Source: an optimization exercise on an open RTL-to-GDS flow (aim: small area, a short achievable clock period and few clock cycles per item). Production flows keep margins and buffers that such runs may drop.
The RTL was checked by simulation tests, not by an equivalence proof against the original design.

**flow/design.v**
```verilog
module aes_sbox (
    input  wire [7:0] a,
    output wire [7:0] y
);
    wire U0 = a[7], U1 = a[6], U2 = a[5], U3 = a[4], U4 = a[3], U5 = a[2], U6 = a[1], U7 = a[0];
    wire T1, T2, T3, T4, T5, T6, T7, T8, T9, T10, T11, T12, T13, T14, T15, T16, T17, T18, T19, T20, T21, T22, T23, T24, T25, T26, T27, M1, M2, M3, M4, M5, M6, M7, M8, M9, M10, M11, M12, M13, M14, M15, M16, M17, M18, M19, M20, M21, M22, M23, M24, M25, M26, M27, M28, M29, M30, M31, M32, M33, M34, M35, M36, M37, M38, M39, M40, M41, M42, M43, M44, M45, M46, M47, M48, M49, M50, M51, M52, M53, M54, M55, M56, M57, M58, M59, M60, M61, M62, M63, L0, L1, L2, L3, L4, L5, L6, L7, L8, L9, L10, L11, L12, L13, L14, L15, L16, L17, L18, L19, L20, L21, L22, L23, L24, L25, L26, L27, L28, L29;
    wire S0, S1, S2, S3, S4, S5, S6, S7;
    assign T1 = U0 ^ U3;
    assign T2 = U0 ^ U5;
    assign T3 = U0 ^ U6;
    assign T4 = U3 ^ U5;
    assign T5 = U4 ^ U6;
    assign T6 = T1 ^ T5;
    assign T7 = U1 ^ U2;
    assign T8 = U7 ^ T6;
    assign T9 = U7 ^ T7;
    assign T10 = T6 ^ T7;
    assign T11 = U1 ^ U5;
    assign T12 = U2 ^ U5;
    assign T13 = T3 ^ T4;
    assign T14 = T6 ^ T11;
    assign T15 = T5 ^ T11;
    assign T16 = T5 ^ T12;
    assign T17 = T9 ^ T16;
    assign T18 = U3 ^ U7;
    assign T19 = T7 ^ T18;
    assign T20 = T1 ^ T19;
    assign T21 = U6 ^ U7;
    assign T22 = T7 ^ T21;
    assign T23 = T2 ^ T22;
    assign T24 = T2 ^ T10;
    assign T25 = T20 ^ T17;
    assign T26 = T3 ^ T16;
    assign T27 = T1 ^ T12;
    assign M1 = T13 & T6;
    assign M2 = T23 & T8;
    assign M3 = T14 ^ M1;
    assign M4 = T19 & U7;
    assign M5 = M4 ^ M1;
    assign M6 = T3 & T16;
    assign M7 = T22 & T9;
    assign M8 = T26 ^ M6;
    assign M9 = T20 & T17;
    assign M10 = M9 ^ M6;
    assign M11 = T1 & T15;
    assign M12 = T4 & T27;
    assign M13 = M12 ^ M11;
    assign M14 = T2 & T10;
    assign M15 = M14 ^ M11;
    assign M16 = M3 ^ M2;
    assign M17 = M5 ^ T24;
    assign M18 = M8 ^ M7;
    assign M19 = M10 ^ M15;
    assign M20 = M16 ^ M13;
    assign M21 = M17 ^ M15;
    assign M22 = M18 ^ M13;
    assign M23 = M19 ^ T25;
    assign M24 = M22 ^ M23;
    assign M25 = M22 & M20;
    assign M26 = M21 ^ M25;
    assign M27 = M20 ^ M21;
    assign M28 = M23 ^ M25;
    assign M29 = M28 & M27;
    assign M30 = M26 & M24;
    assign M31 = M20 & M23;
    assign M32 = M27 & M31;
    assign M33 = M27 ^ M25;
    assign M34 = M21 & M22;
    assign M35 = M24 & M34;
    assign M36 = M24 ^ M25;
    assign M37 = M21 ^ M29;
    assign M38 = M32 ^ M33;
    assign M39 = M23 ^ M30;
    assign M40 = M35 ^ M36;
    assign M41 = M38 ^ M40;
    assign M42 = M37 ^ M39;
    assign M43 = M37 ^ M38;
    assign M44 = M39 ^ M40;
    assign M45 = M42 ^ M41;
    assign M46 = M44 & T6;
    assign M47 = M40 & T8;
    assign M48 = M39 & U7;
    assign M49 = M43 & T16;
    assign M50 = M38 & T9;
    assign M51 = M37 & T17;
    assign M52 = M42 & T15;
    assign M53 = M45 & T27;
    assign M54 = M41 & T10;
    assign M55 = M44 & T13;
    assign M56 = M40 & T23;
    assign M57 = M39 & T19;
    assign M58 = M43 & T3;
    assign M59 = M38 & T22;
    assign M60 = M37 & T20;
    assign M61 = M42 & T1;
    assign M62 = M45 & T4;
    assign M63 = M41 & T2;
    assign L0 = M61 ^ M62;
    assign L1 = M50 ^ M56;
    assign L2 = M46 ^ M48;
    assign L3 = M47 ^ M55;
    assign L4 = M54 ^ M58;
    assign L5 = M49 ^ M61;
    assign L6 = M62 ^ L5;
    assign L7 = M46 ^ L3;
    assign L8 = M51 ^ M59;
    assign L9 = M52 ^ M53;
    assign L10 = M53 ^ L4;
    assign L11 = M60 ^ L2;
    assign L12 = M48 ^ M51;
    assign L13 = M50 ^ L0;
    assign L14 = M52 ^ M61;
    assign L15 = M55 ^ L1;
    assign L16 = M56 ^ L0;
    assign L17 = M57 ^ L1;
    assign L18 = M58 ^ L8;
    assign L19 = M63 ^ L4;
    assign L20 = L0 ^ L1;
    assign L21 = L1 ^ L7;
    assign L22 = L3 ^ L12;
    assign L23 = L18 ^ L2;
    assign L24 = L15 ^ L9;
    assign L25 = L6 ^ L10;
    assign L26 = L7 ^ L9;
    assign L27 = L8 ^ L10;
    assign L28 = L11 ^ L14;
    assign L29 = L11 ^ L17;
    assign S0 = L6 ^ L24;
    assign S1 = ~(L16 ^ L26);
    assign S2 = ~(L19 ^ L28);
    assign S3 = L6 ^ L21;
    assign S4 = L20 ^ L22;
    assign S5 = L25 ^ L29;
    assign S6 = ~(L13 ^ L27);
    assign S7 = ~(L6 ^ L23);
    assign y = {S0, S1, S2, S3, S4, S5, S6, S7};
endmodule
module aes_round (
    input  wire [127:0] s,
    input  wire [127:0] rk,
    input  wire         fin,
    output wire [127:0] y
);
    wire [127:0] sb;
    genvar g;
    generate
        for (g = 0; g < 16; g = g + 1) begin : g_sb
            aes_sbox u_sb (.a(s[127-8*g -: 8]), .y(sb[127-8*g -: 8]));
        end
    endgenerate
    wire [127:0] sr;
    generate
        for (g = 0; g < 16; g = g + 1) begin : g_sr
            localparam integer C = g / 4;
            localparam integer R = g % 4;
            localparam integer S = 4 * ((C + R) % 4) + R;
            assign sr[127-8*g -: 8] = sb[127-8*S -: 8];
        end
    endgenerate
    function [7:0] xtime;
        input [7:0] b;
        xtime = {b[6:0], 1'b0} ^ (b[7] ? 8'h1b : 8'h00);
    endfunction
    function [31:0] mixcol;
        input [31:0] c;
        reg [7:0] a0, a1, a2, a3, t;
        begin
            a0 = c[31:24]; a1 = c[23:16]; a2 = c[15:8]; a3 = c[7:0];
            t = a0 ^ a1 ^ a2 ^ a3;
            mixcol[31:24] = a0 ^ t ^ xtime(a0 ^ a1);
            mixcol[23:16] = a1 ^ t ^ xtime(a1 ^ a2);
            mixcol[15:8]  = a2 ^ t ^ xtime(a2 ^ a3);
            mixcol[7:0]   = a3 ^ t ^ xtime(a3 ^ a0);
        end
    endfunction
    wire [127:0] mc = {mixcol(sr[127:96]), mixcol(sr[95:64]), mixcol(sr[63:32]), mixcol(sr[31:0])};
    assign y = (fin ? sr : mc) ^ rk;
endmodule
module aes256_core (
    input  wire         clk,
    input  wire         hold,
    input  wire [3:0]   ph,       
    input  wire [255:0] key,      
    input  wire [127:0] din,      
    output wire [127:0] res       
);
    reg  [127:0] a_q, b_q;        
    reg  [127:0] ka, kb;
    wire         inj   = (ph == 4'd0) || (ph == 4'd1);
    wire         bfin  = (ph == 4'd13) || (ph == 4'd0) || (ph == 4'd14);
    wire [127:0] a_in  = inj ? (din ^ key[255:128]) : b_q;
    wire [127:0] a_out;
    aes_round u_ra (.s(a_in), .rk(ka), .fin(1'b0), .y(a_out));
    aes_round u_rb (.s(a_q),  .rk(kb), .fin(bfin), .y(res));
    function [7:0] rcon;
        input [2:0] n;
        case (n)
            3'd0: rcon = 8'h01;
            3'd1: rcon = 8'h02;
            3'd2: rcon = 8'h04;
            3'd3: rcon = 8'h08;
            3'd4: rcon = 8'h10;
            3'd5: rcon = 8'h20;
            default: rcon = 8'h40;
        endcase
    endfunction
    wire         odd    = ph[0];
    wire [127:0] kx_old = (ph == 4'd0) ? key[255:128] : (odd ? ka : kb);
    wire [31:0]  kx_w   = odd ? kb[31:0] : ka[31:0];
    wire [31:0]  kx_sub;
    genvar g;
    generate
        for (g = 0; g < 4; g = g + 1) begin : g_ksb
            aes_sbox u_ksb (.a(kx_w[31-8*g -: 8]), .y(kx_sub[31-8*g -: 8]));
        end
    endgenerate
    wire [31:0]  kx_t  = odd ? kx_sub
                             : ({kx_sub[23:0], kx_sub[31:24]} ^ {rcon(ph[3:1]), 24'd0});
    wire [31:0]  kx_n0 = kx_old[127:96] ^ kx_t;
    wire [31:0]  kx_n1 = kx_old[95:64]  ^ kx_n0;
    wire [31:0]  kx_n2 = kx_old[63:32]  ^ kx_n1;
    wire [31:0]  kx_n3 = kx_old[31:0]   ^ kx_n2;
    wire [127:0] kx_new = {kx_n0, kx_n1, kx_n2, kx_n3};
    always @(posedge clk) begin
        if (!hold) begin
            a_q <= a_out;
            b_q <= res;
            if (ph >= 4'd13)
                ka <= key[127:0];
            else if (odd && ph != 4'd13)
                ka <= kx_new;
            if (!odd && ph <= 4'd12)
                kb <= kx_new;
        end
    end
endmodule
module ghash_mul (
    input  wire         clk,
    input  wire         rst,
    input  wire         clr,
    input  wire         start,
    input  wire [127:0] x,
    input  wire [127:0] h,
    output reg  [127:0] acc,
    output reg          busy
);
    localparam [127:0] R = {8'he1, 120'd0};
    localparam integer D = 19;
    function [127:0] mulx;
        input [127:0] v;
        mulx = (v >> 1) ^ (v[0] ? R : 128'd0);
    endfunction
    reg [113:0] xs;         
    reg [2:0]   cnt;
    wire [127:0] op = acc ^ x;
    wire [18:0] dig = start ? {op[13:0], 5'd0} : xs[18:0];
    reg [127:0] hk, accx, nxt;
    reg [127:0] t [0:31];
    integer k, n;
    always @(*) begin
        hk = h;
        for (k = 0; k < 32; k = k + 1)
            t[k] = 128'd0;
        for (k = 0; k < D; k = k + 1) begin
            t[k] = dig[18-k] ? hk : 128'd0;
            hk = mulx(hk);
        end
        accx = acc;
        for (k = 0; k < D; k = k + 1)
            accx = mulx(accx);
        t[D] = start ? 128'd0 : accx;
        for (n = 16; n >= 1; n = n / 2)
            for (k = 0; k < n; k = k + 1)
                t[k] = t[2*k] ^ t[2*k+1];
        nxt = t[0];
    end
    always @(posedge clk) begin
        if (rst) begin
            busy <= 1'b0;
            cnt  <= 3'd0;
        end else if (start) begin
            busy <= 1'b1;
            cnt  <= 3'd1;
        end else if (busy) begin
            cnt <= cnt + 3'd1;
            if (cnt == 3'd6)
                busy <= 1'b0;
        end
        if (clr)
            acc <= 128'd0;
        else if (start || busy)
            acc <= nxt;
        if (start)
            xs <= op[127:14];
        else
            xs <= xs >> D;
    end
endmodule
module gcm_pipe (
    input  wire         clk,
    input  wire         rst,
    input  wire         start,
    output wire         start_ready,
    input  wire [255:0] key,
    input  wire [9:0]   circuit,
    input  wire [63:0]  frame_count,
    input  wire         epoch,
    input  wire         link_role,
    input  wire [19:0]  len_bytes,
    input  wire         in_valid,
    output wire         in_ready,
    input  wire [127:0] in_data,
    output wire         out_valid,
    input  wire         out_ready,
    output wire [127:0] out_data,
    output wire         out_last
);
    localparam [1:0] J_NONE = 2'd0, J_H = 2'd1, J_CTR = 2'd2, J_J0 = 2'd3;
    reg         sr;                  
    reg [255:0] key_r;
    reg [9:0]   circ;
    reg [63:0]  fc;
    reg         lr, ep;
    reg [19:0]  len_r;
    wire        accept = start && sr;
    wire [16:0] n_blk  = {1'b0, len_bytes[19:4]} + {16'd0, (len_bytes[3:0] != 4'd0)};
    reg         go;                  
    reg         hq;                  
    reg [16:0]  jn;                  
    reg         jq;                  
    reg [16:0]  jc;                  
    reg [3:0]   ph;                  
    reg [1:0]   tx, ty;              
    reg         txl, tyl;            
    wire [1:0]  job   = hq ? J_H : (jn != 17'd0) ? J_CTR : jq ? J_J0 : J_NONE;
    wire        avail = (job != J_NONE);
    wire        jlast = (jn == 17'd1);
    reg [127:0] ksx, ksy;
    reg         fx, fy;              
    reg         xj, yj;              
    reg         xl, yl;              
    reg         rd;                  
    wire        ks_x_wait = (tx == J_CTR || tx == J_J0) && fx;
    wire        ks_y_wait = (ty == J_CTR || ty == J_J0) && fy;
    wire        hold = ((ph == 4'd13) && ks_x_wait) ||
                       ((ph == 4'd0 || ph == 4'd14) && ks_y_wait);
    wire        inj    = (ph == 4'd0 || ph == 4'd1) && !hold;
    wire        land_x = (ph == 4'd13) && !hold;
    wire        land_y = (ph == 4'd0 || ph == 4'd14) && !hold;
    wire [127:0] din = (job == J_H) ? 128'd0
                     : {lr, 21'd0, circ, fc, (job == J_CTR) ? {15'd0, jc} : 32'd1};
    wire [127:0] aes_res;
    aes256_core u_aes (
        .clk(clk), .hold(hold), .ph(ph), .key(key_r), .din(din), .res(aes_res)
    );
    reg [127:0] h_r;
    reg         h_ok;
    reg         g_aad;               
    reg         g_cdone;             
    reg         g_l;                 
    reg         c_pend;              
    reg         c_last;              
    wire [127:0] acc;
    wire         g_busy;
    wire        g_st_aad = !g_busy && g_aad && h_ok;
    wire        g_st_c   = !g_busy && !g_aad && c_pend;
    wire        g_st_l   = !g_busy && !g_aad && !c_pend && g_cdone && g_l;
    wire        g_start  = g_st_aad || g_st_c || g_st_l;
    wire        tag_ok   = !g_busy && !g_aad && g_cdone && !g_l;
    reg  [127:0] out_r;
    reg          ov, ol, ir;
    wire [127:0] aad_blk = {6'd0, circ, fc, 7'd0, ep, 40'd0};
    wire [127:0] len_blk = {64'd88, 41'd0, len_r, 3'd0};
    wire [127:0] g_x = g_st_aad ? aad_blk : g_st_c ? out_r : len_blk;
    ghash_mul u_gh (
        .clk(clk), .rst(rst), .clr(accept), .start(g_start), .x(g_x), .h(h_r),
        .acc(acc), .busy(g_busy)
    );
    wire         head_f  = rd ? fy : fx;
    wire         head_j  = rd ? yj : xj;
    wire         head_l  = rd ? yl : xl;
    wire [127:0] head_ks = rd ? ksy : ksx;
    wire         take_in = ir && in_valid;
    wire         tag_ld  = head_f && head_j && tag_ok && (!ov || out_ready);
    wire         pop     = take_in || tag_ld;
    wire [3:0]   tail      = len_r[3:0];
    wire [127:0] keep_mask = (head_l && tail != 4'd0) ? ~({128{1'b1}} >> {tail, 3'd0})
                                                     : {128{1'b1}};
    wire fx_n = (land_x && (tx == J_CTR || tx == J_J0)) ? 1'b1 : (pop && !rd) ? 1'b0 : fx;
    wire fy_n = (land_y && (ty == J_CTR || ty == J_J0)) ? 1'b1 : (pop && rd) ? 1'b0 : fy;
    wire xj_n = (land_x && (tx == J_CTR || tx == J_J0)) ? (tx == J_J0) : xj;
    wire yj_n = (land_y && (ty == J_CTR || ty == J_J0)) ? (ty == J_J0) : yj;
    wire rd_n = (land_x && tx == J_H) ? 1'b1 : pop ? !rd : rd;
    wire ov_n = pop || (ov && !out_ready);
    wire cp_n = take_in || (c_pend && !g_st_c);
    wire ir_n = (rd_n ? (fy_n && !yj_n) : (fx_n && !xj_n)) && !ov_n && !cp_n;
    assign start_ready = sr;
    assign in_ready    = ir;
    assign out_valid   = ov;
    assign out_last    = ol;
    assign out_data    = out_r;
    always @(posedge clk) begin
        if (accept) begin
            key_r <= key;
            circ  <= circuit;
            fc    <= frame_count;
            lr    <= link_role;
            ep    <= epoch;
            len_r <= len_bytes;
        end
        if (land_x && tx == J_H)
            h_r <= aes_res;
        if (land_x && (tx == J_CTR || tx == J_J0)) begin
            ksx <= aes_res;
            xl  <= txl;
        end
        if (land_y && (ty == J_CTR || ty == J_J0)) begin
            ksy <= aes_res;
            yl  <= tyl;
        end
        if (take_in)
            out_r <= (in_data ^ head_ks) & keep_mask;
        else if (tag_ld)
            out_r <= acc ^ head_ks;
        if (pop)
            ol <= tag_ld;
        if (take_in)
            c_last <= head_l;
        if (rst) begin
            sr      <= 1'b1;
            go      <= 1'b0;
            hq      <= 1'b0;
            jn      <= 17'd0;
            jq      <= 1'b0;
            ph      <= 4'd15;
            tx      <= J_NONE;
            ty      <= J_NONE;
            fx      <= 1'b0;
            fy      <= 1'b0;
            rd      <= 1'b0;
            h_ok    <= 1'b0;
            g_aad   <= 1'b0;
            g_cdone <= 1'b0;
            g_l     <= 1'b0;
            c_pend  <= 1'b0;
            ov      <= 1'b0;
            ir      <= 1'b0;
        end else begin
            sr <= accept ? 1'b0 : tag_ld ? 1'b1 : sr;
            go <= accept;
            if (accept) begin
                jn <= n_blk;
                jq <= 1'b1;
                jc <= 17'd2;
            end
            if (go)
                hq <= 1'b1;
            if (!hold) begin
                if (ph >= 4'd13)
                    ph <= avail ? 4'd0 : (ph == 4'd13) ? 4'd14 : 4'd15;
                else
                    ph <= ph + 4'd1;
            end
            if (inj) begin
                case (job)
                    J_H:   hq <= 1'b0;
                    J_CTR: begin jn <= jn - 17'd1; jc <= jc + 17'd1; end
                    J_J0:  jq <= 1'b0;
                    default: ;
                endcase
                if (ph == 4'd0) begin
                    tx  <= job;
                    txl <= jlast;
                end else begin
                    ty  <= job;
                    tyl <= jlast;
                end
            end
            if (land_y)
                ty <= J_NONE;
            fx <= fx_n;
            fy <= fy_n;
            xj <= xj_n;
            yj <= yj_n;
            rd <= rd_n;
            if (accept)
                h_ok <= 1'b0;
            else if (land_x && tx == J_H)
                h_ok <= 1'b1;
            if (accept) begin
                g_aad   <= 1'b1;
                g_cdone <= (n_blk == 17'd0);
                g_l     <= 1'b1;
            end else begin
                if (g_st_aad)
                    g_aad <= 1'b0;
                if (g_st_c && c_last)
                    g_cdone <= 1'b1;
                if (g_st_l)
                    g_l <= 1'b0;
            end
            c_pend <= cp_n;
            ov     <= ov_n;
            ir     <= ir_n;
        end
    end
endmodule
```
**flow/run.sh**
```bash
#!/bin/bash
# synth_recipe.tcl (not shown) runs the flow's synth.tcl, then flattens the netlist and writes it again
# the make line also repeats each setting of config.mk as NAME=value (left out here)
make -C /OpenROAD-flow-scripts/flow DESIGN_CONFIG=/design/flow/config.mk WORK_HOME=/design/flow/orfs CLKGATE_MAP_FILE= SYNTH_SCRIPT=/design/flow/synth_recipe.tcl finish
```
**flow/config.mk**
```make
export PLATFORM = sky130hd
export DESIGN_NAME = gcm_pipe
export DESIGN_NICKNAME = gcm_pipe
export VERILOG_FILES = /design/flow/design.v
export SDC_FILE = /design/flow/constraint.sdc
export NUM_CORES = 8
export LEC_CHECK = 0
export CAP_MARGIN = 20
export CORE_MARGIN = 2
export CORE_UTILIZATION = 30
export PLACE_DENSITY = 0.42
export SLEW_MARGIN = 20
```
**flow/constraint.sdc**
```tcl
create_clock -name core_clock -period 10.0 [get_ports {clk}]
set_input_delay 2.0000 -clock core_clock [delete_from_list [all_inputs] [get_ports {clk}]]
set_output_delay 2.0000 -clock core_clock [all_outputs]
set_load 0.01 [all_outputs]
```
==> metrics.csv, run 1 <==
stage,metric,value,unit
final_layout,fillerInstances,62700,
global_routing,antenna_found_initial,81,
worst_hold_path,hold_path_class,reg -> reg,
global_routing,gr-usage-all-layers,28.6,%
route,drt_iter0_drc,18400,
yosys,ys_top_cells_by_area,"edfxtp_1 (23%), xnor2_1 (21%), xor2_1 (10%)",
route,route.vias.total,162000,
cts,tritoncts,done,
run_status,status,no timing/DRC/antenna violations,
critical_path,crit_fanout,28,
route,dr_wl_met2,413,mm
route,ant_nets,0,
cts,root_buffer,clkbuf_16,
critical_path,rrSetupSlack,750,ps
cts,cts_max_path_buffers,4,
critical_path,cp-end-kind,register,
route,drc_errors,0,
placement,place.port_buffers,616,
sta,fin_crit_sh,92.5,%
yosys,avgSynthCellArea,8.34,sq um
cts,cts_setup_buffers,0,
yosys,yosys.cell_count.top_type,xnor2_1,
critical_path,critPathMaxStageDelay,840,ps
yosys,yosysSeqAreaShare,26.4,%
yosys,synth_top_area_share,23.3,%
cts,cts_buffers,225,
critical_path,worstPathArrival,9960,ps
final_layout,drive_gt1_share,7.74,%
yosys,synth.distinct_cells,145,
route,dr.max_layer_used,met5,
route,first_pass_iters,6,
critical_path,crit_path_frequent_cell,xnor2_1,
worst_hold_path,whs_path_depth,0,
global_routing,grt_pass1_wl,1250,mm
route,met1Wirelength,387,mm
floorplanning,die-area,609000,sq um
yosys,syn_area,181000,sq um
sta,setup_viol,0,
floorplanning,start_util,30.1,%
worst_hold_path,min_from,tyl$_DFFE_PP_,
final_layout,syn_to_final_growth,13.4,%
yosys,synth_nets,22300,
global_routing,grt_pass1_vias,151000,
floorplanning,row_count,285,
cts,cts_hold_buffers,0,
route,wirelength,913,mm
final_layout,final_nets,22300,
floorplanning,core,601000,sq um
yosys,synth_commonest_cells,"xnor2_1 (4,362), nand2_1 (3,927), xor2_1 (2,071), nor2_1 (1,595), edfxtp_1 (1,401)",
final_layout,ff_latch_area,47800,sq um
critical_path,cpMaxStageDelayCell,xnor2_1,
run,maxCapViolations,0,
sta,fin_tns_setup,0,ps
floorplanning,die_w,780,microns
worst_hold_path,worstHoldEndpoint,yl$_DFFE_PP_,
critical_path,worstReg2RegStart,ph[0]$_SDFFE_PP1N_,
critical_path,setup.worst_path.class,reg -> reg,
global_routing,grt_overflow,0,
critical_path,cp.required,10710,ps
route,wire_per_inst,30.4,microns
cts,cts_sinks,1686,
cts,post_cts_resize_count,0,
sta,slew_headroom,10.6,%
cts,htree_levels,4,
yosys,async_flop_share,0,%
sta,rsz0062_at_grt,false,
yosys,synth_area_leader_cell,edfxtp_1,
critical_path,crit_buf_inv,3,
final_layout,multiInputGateArea,127000,sq um
sta,maxSlewViolCount,0,
sta,timing.fmax,108,MHz
sta,hold_viol_final,0,
sta,tightest_slew,1340,ps
critical_path,rr_endpoint,u_aes.ka[12]$_DFFE_PP_,
placement,dpl.hpwl,705,mm
sta,holdWs,419,ps
floorplanning,io_pins,617,
critical_path,setup.worst_path.start_class,register,
cts,clock_latency,1010,ps
placement,gp_congestion,0.958,
yosys,synth_edf_count,1401,
floorplanning,die_y,780,microns
yosys,ys_seq_elements,1686,
route,wl_met3,64.1,mm
yosys,yosys_most_used_dff,edfxtp_1,
yosys,netlist_instances,21700,
yosys,yosys_warnings,5,
sta,min_period,9250,ps
critical_path,cp_top_family,XOR/XNOR gates,
critical_path,ff2ff_path_depth,21,
critical_path,cp_cell_sequence,"inv_4, buf_4, mux2i_2, buf_4, xor2_2, xnor2_1, ha_1, xnor2_1, xnor3_2, nand2_1, o21ai_0, a221o_1, a221oi_1, xor3_1, xnor2_1, mux2i_1, xnor2_1, xnor2_1, xnor2_1, xnor2_1, mux2_2",
route,viasPerCell,5.40,
global_routing,grt_max_degree,129,
sta,clock_skew,114,ps
cts,path_clk_slew,70,ps
[area by class of cell]
| type | count | area share, % |
|---|---|---|
| inverters | 192 | 0.370 |
| repair buffers | 1298 | 5.67 |
| well taps | 8036 | 4.91 |
| flip-flops and latches | 1686 | 23.3 |
| clock buffers | 287 | 2.98 |
| diodes | 47 | 0.0574 |
| multi-input cells | 18300 | 61.9 |
| clock inverters | 131 | 0.739 |
[state kept, by name, indices dropped and copies added, names as in the netlist, 128 cells and up]
name       count
u_gh.acc     128
u_aes.kb     128
key_r        256
ksy          128
out_r        128
u_aes.a_q    128
h_r          128
ksx          128
u_aes.b_q    128
u_aes.ka     128
[layout by cell type (no fill, tap or decap), types with 87 or more instances in the layout]
cell	count
a211oi_1	135
a21oi_1	1098
a22oi_1	167
a31oi_1	138
and2_1	109
and3_1	96
buf_4	653
clkbuf_16	228
clkdlybuf4s50_1	615
dfxtp_1	277
edfxtp_1	1401
inv_1	182
mux2_2	89
mux2i_1	503
nand2_1	3925
nand2b_1	87
nand3_1	282
nor2_1	1590
nor2b_1	88
nor3_1	249
o211ai_1	126
o21ai_0	855
o22ai_1	355
xnor2_1	4305
xnor2_2	185
xnor3_1	151
xor2_1	2051
[layer usage]
metal	up-vias	GRT usage, %
met5	-	0
met4	20	13.0
met3	1100	4.49
met2	6604	46.0
met1	80500	37.8
li1	73800	-
[through the flow]
step                      setup WS [ps]  util [%]  instance area, sq um  std cells
after CTS                           880      34.1                205000      29900
after global routing                551      34.1                205000      30000
after detailed placement            837      32.8                197000      29500
after floorplan                     351         -                181000      21700
final                               754      34.1                205000      30000
after global placement              496      32.8                197000      29500
[worst reg2reg max path: stages (launching register included)]
cell	delay, ps
dfxtp_4	370
inv_4	320
buf_4	470
mux2i_2	290
buf_4	260
xor2_2	480
xnor2_1	270
ha_1	280
xnor2_1	600
xnor3_2	740
nand2_1	360
o21ai_0	140
a221o_1	360
a221oi_1	580
xor3_1	400
xnor2_1	300
mux2i_1	200
xnor2_1	840
xnor2_1	470
xnor2_1	760
xnor2_1	220
mux2_2	300
[how the worst max path moves through the flow]
| stage | cells after the start | slack, ps | from | to |
|---|---|---|---|---|
| 2_1_floorplan | 17 | 350 | ph[0]$_SDFFE_PP1N_ | ksx[0]$_DFFE_PP_ |
| 3_3_place_gp | 21 | 500 | u_aes.a_q[113]$_DFFE_PN_ | h_r[4]$_DFFE_PP_ |
| 3_5_place_dp | 21 | 840 | u_aes.a_q[113]$_DFFE_PN_ | h_r[4]$_DFFE_PP_ |
| 4_1_cts | 21 | 880 | u_aes.a_q[113]$_DFFE_PN_ | u_aes.b_q[4]$_DFFE_PN_ |
| 5_1_grt | 21 | 550 | u_aes.a_q[113]$_DFFE_PN_ | u_aes.b_q[4]$_DFFE_PN_ |
| 6_report | 21 | 750 | ph[0]$_SDFFE_PP1N_ | u_aes.ka[12]$_DFFE_PP_ |
[cell families (layout without fill, tap and decap cells)]
group                    Yosys count  after routing  synth area share, %
AND/OR/NAND/NOR                 6811           6811                 15.7
buffers and inverters           1693           1908                 3.88
adder cells (fa/ha/maj)          107            107                0.712
other                              0             47                    0
multiplexers                     633            633                 3.70
AO/OA/AOI/OAI                   3935           3935                 14.0
flip-flops                      1686           1686                 26.4
XOR/XNOR                        6822           6822                 35.5
Testbench counts, summed over its fixed seeds: cycles 73,728, blocks 10,308.
==> inputs of run 2 (changes only) <==
--- a/flow/config.mk
+++ b/flow/config.mk
@@ -7,6 +7,6 @@
 export LEC_CHECK = 0
 export CAP_MARGIN = 20
 export CORE_MARGIN = 2
-export CORE_UTILIZATION = 30
-export PLACE_DENSITY = 0.42
+export CORE_UTILIZATION = 50
+export PLACE_DENSITY = 0.6
 export SLEW_MARGIN = 20
==> run 2 against run 1 <==
Compared with the run above: still clean on timing, DRC and antenna; maximum frequency up 1.4%; critical path depth is 4 higher; via count rose by 2.2%; area after synthesis is the same; non-clock buffer count is 91 lower; first-iteration DRC count rose by 28%; hold slack got worse by 16 ps; global-route usage rose by 14 points; sequential cell count unchanged; critical endpoint is now u_aes.ka[19]$_DFFE_PP_; highest routed layer unchanged.
==> metrics.csv, run 2 <==
stage,metric,value,unit
run_status,status,no timing/DRC/antenna violations,
final_layout,top_register,key_r,
route,drc_errors,0,
global_routing,gr-usage-all-layers,42.6,%
route,wire_per_inst,30.5,microns
yosys,netlist_instances,21700,
yosys,synth_area_leader_cell,edfxtp_1,
yosys,synth_nets,22300,
sta,min_period,9120,ps
placement,place.port_buffers,616,
sta,setup_viol,0,
cts,cts_max_path_buffers,4,
global_routing,antenna_found_initial,92,
route,dr.max_layer_used,met5,
final_layout,largest_register_ffs,256,
global_routing,grt_max_degree,159,
global_routing,grt_overflow,0,
floorplanning,die_w,605,microns
placement,dpl.hpwl,620,mm
yosys,syn_area,181000,sq um
critical_path,rrSetupSlack,880,ps
cts,htree_levels,4,
cts,path_clk_slew,60,ps
yosys,async_flop_share,0,%
critical_path,crit_fanout,36,
yosys,synth_top_area_share,23.3,%
critical_path,setup.worst_path.class,reg -> reg,
sta,maxSlewViolCount,0,
floorplanning,die_y,605,microns
route,first_pass_iters,7,
final_layout,drive_gt1_share,7.14,%
sta,fin_crit_sh,91.2,%
cts,cts_setup_buffers,0,
final_layout,final_common_cell,xnor2_1,
global_routing,grt_pass1_vias,149000,
yosys,ys_seq_elements,1686,
yosys,yosys.cell_count.top_type,xnor2_1,
route,viasPerCell,6.23,
final_layout,layout_common_cells,"xnor2_1 (4,322), nand2_1 (3,927), xor2_1 (2,055)",
route,wl_met3,85.5,mm
critical_path,cpMaxStageDelayCell,xnor2_1,
sta,tightest_slew,1340,ps
route,route.vias.total,166000,
worst_hold_path,hold_path_class,reg -> reg,
final_layout,final_nets,22200,
critical_path,cp-end-kind,register,
route,ant_nets,0,
yosys,avgSynthCellArea,8.34,sq um
floorplanning,core,359000,sq um
global_routing,grt_pass1_wl,1130,mm
cts,cts_buffers,207,
final_layout,final_cells,26600,
floorplanning,io_pins,617,
run,maxCapViolations,0,
floorplanning,row_count,220,
critical_path,crit_path_frequent_cell,xnor2_1,
yosys,yosysSeqAreaShare,26.4,%
cts,cts_sinks,1686,
critical_path,setup.worst_path.start_class,register,
yosys,yosys_most_used_dff,edfxtp_1,
yosys,synth_edf_count,1401,
cts,post_cts_resize_count,0,
cts,tritoncts,done,
yosys,synth_commonest_cells,"xnor2_1 (4,362), nand2_1 (3,927), xor2_1 (2,071), nor2_1 (1,595), edfxtp_1 (1,401)",
critical_path,critPathMaxStageDelay,860,ps
sta,fin_tns_setup,0,ps
route,drt_iter0_drc,23500,
route,wirelength,810,mm
floorplanning,start_util,50.3,%
route,dr_wl_met2,344,mm
yosys,yosys_warnings,5,
cts,root_buffer,clkbuf_16,
route,met1Wirelength,309,mm
sta,rsz0062_at_grt,false,
sta,clock_skew,98.9,ps
sta,slew_headroom,10.4,%
sta,hold_viol_final,0,
critical_path,cp.required,10650,ps
final_layout,syn_to_final_growth,10.2,%
cts,clock_latency,970,ps
yosys,ys_top_cells_by_area,"edfxtp_1 (23%), xnor2_1 (21%), xor2_1 (10%)",
final_layout,fillerInstances,33500,
placement,gp_congestion,1.04,
sta,holdWs,403,ps
cts,cts_hold_buffers,0,
floorplanning,die-area,366000,sq um
critical_path,worstPathArrival,9770,ps
placement,place_inst,26200,
yosys,synth.distinct_cells,145,
sta,timing.fmax,110,MHz
-- run 2: critical path: cells and delay by family (launching register included) --
kind / cells / cell delay, ps
buf+inv: 5 / 1540
flops: 1 / 400
fa+ha+maj: 1 / 290
compound gates: 4 / 960
xor+xnor: 12 / 4930
mux: 3 / 680
-- run 2: metal layers --
layer,up-vias,global-route usage (%)
met2,9874,63.2
li1,73500,-
met5,-,0
met3,1927,8.25
met4,18,31.4
met1,80300,55.0
-- run 2: area by class of cell --
class	instances	area (sq um)	share of cell area, %
antenna	30	75.1	0.0377
clock buffer	248	5520	2.77
clock inverter	130	1530	0.768
inverter	192	758	0.381
multi-input combinational	18300	127000	63.6
sequential	1686	47800	24.0
tap	4773	5970	3.00
timing repair buffer	1207	10800	5.43
-- run 2: kinds of logic (layout without fill, tap and decap cells) --
logic type      after synthesis  after routing  share of synthesized area [%]
xor+xnor                   6822           6822                           35.5
compound gates             3935           3935                           14.0
other cells                   0             30                              0
flops                      1686           1686                           26.4
mux                         633            633                           3.70
simple gates               6811           6811                           15.7
buf+inv                    1693           1777                           3.88
fa+ha+maj                   107            107                          0.712
-- run 2: metrics by stage --
step	worst slack, ps	area (sq um)	util (%)
final	878	199000	55.4
after global routing	654	199000	55.4
after CTS	1040	199000	55.4
after detailed placement	1070	192000	53.4
after global placement	935	192000	53.4
after floorplan	351	181000	-
-- run 2: final timing paths --
check                            to               start  depth (start not counted)
max          u_aes.ka[19]$_DFFE_PP_  ph[0]$_SDFFE_PP1N_                         25
min                    yl$_DFFE_PP_       tyl$_DFFE_PP_                          0
min reg2reg            yl$_DFFE_PP_       tyl$_DFFE_PP_                          0
max reg2reg  u_aes.ka[19]$_DFFE_PP_  ph[0]$_SDFFE_PP1N_                         25

==> port drivers added, routing unchanged <==
The results above use ideal ports. As a check the final layouts listed here were re-extracted and re-timed, cells and wires unchanged. Step 1 assumes that a clkbuf_16 drives the clock port and a buf_2 every other input. Step 2 adds t to the input delays and takes it off the output delays; t is the mean of the earliest and latest rising clock arrival at the registers after step 1. Input paths then give back, and output paths get back, about the clock's delay inside the block. Three values: ideal ports, drivers, drivers and shift; two values: the first two.
| run | shift t [ns] | setup WS [ns] | worst setup path after step 2 | clock arrival spread, ns | slew at the worst register clock pin (ns) |
|---|---|---|---|---|---|
| run 1 | 1.097 | 0.754 / 0.754 / 0.754 | register to register | 0.121 / 0.120 | 0.08 / 0.08 |
| run 2 | 1.044 | 0.878 / 0.878 / 0.878 | register to register | 0.107 / 0.107 | 0.07 / 0.07 |
After both steps every run listed still meets setup and hold.
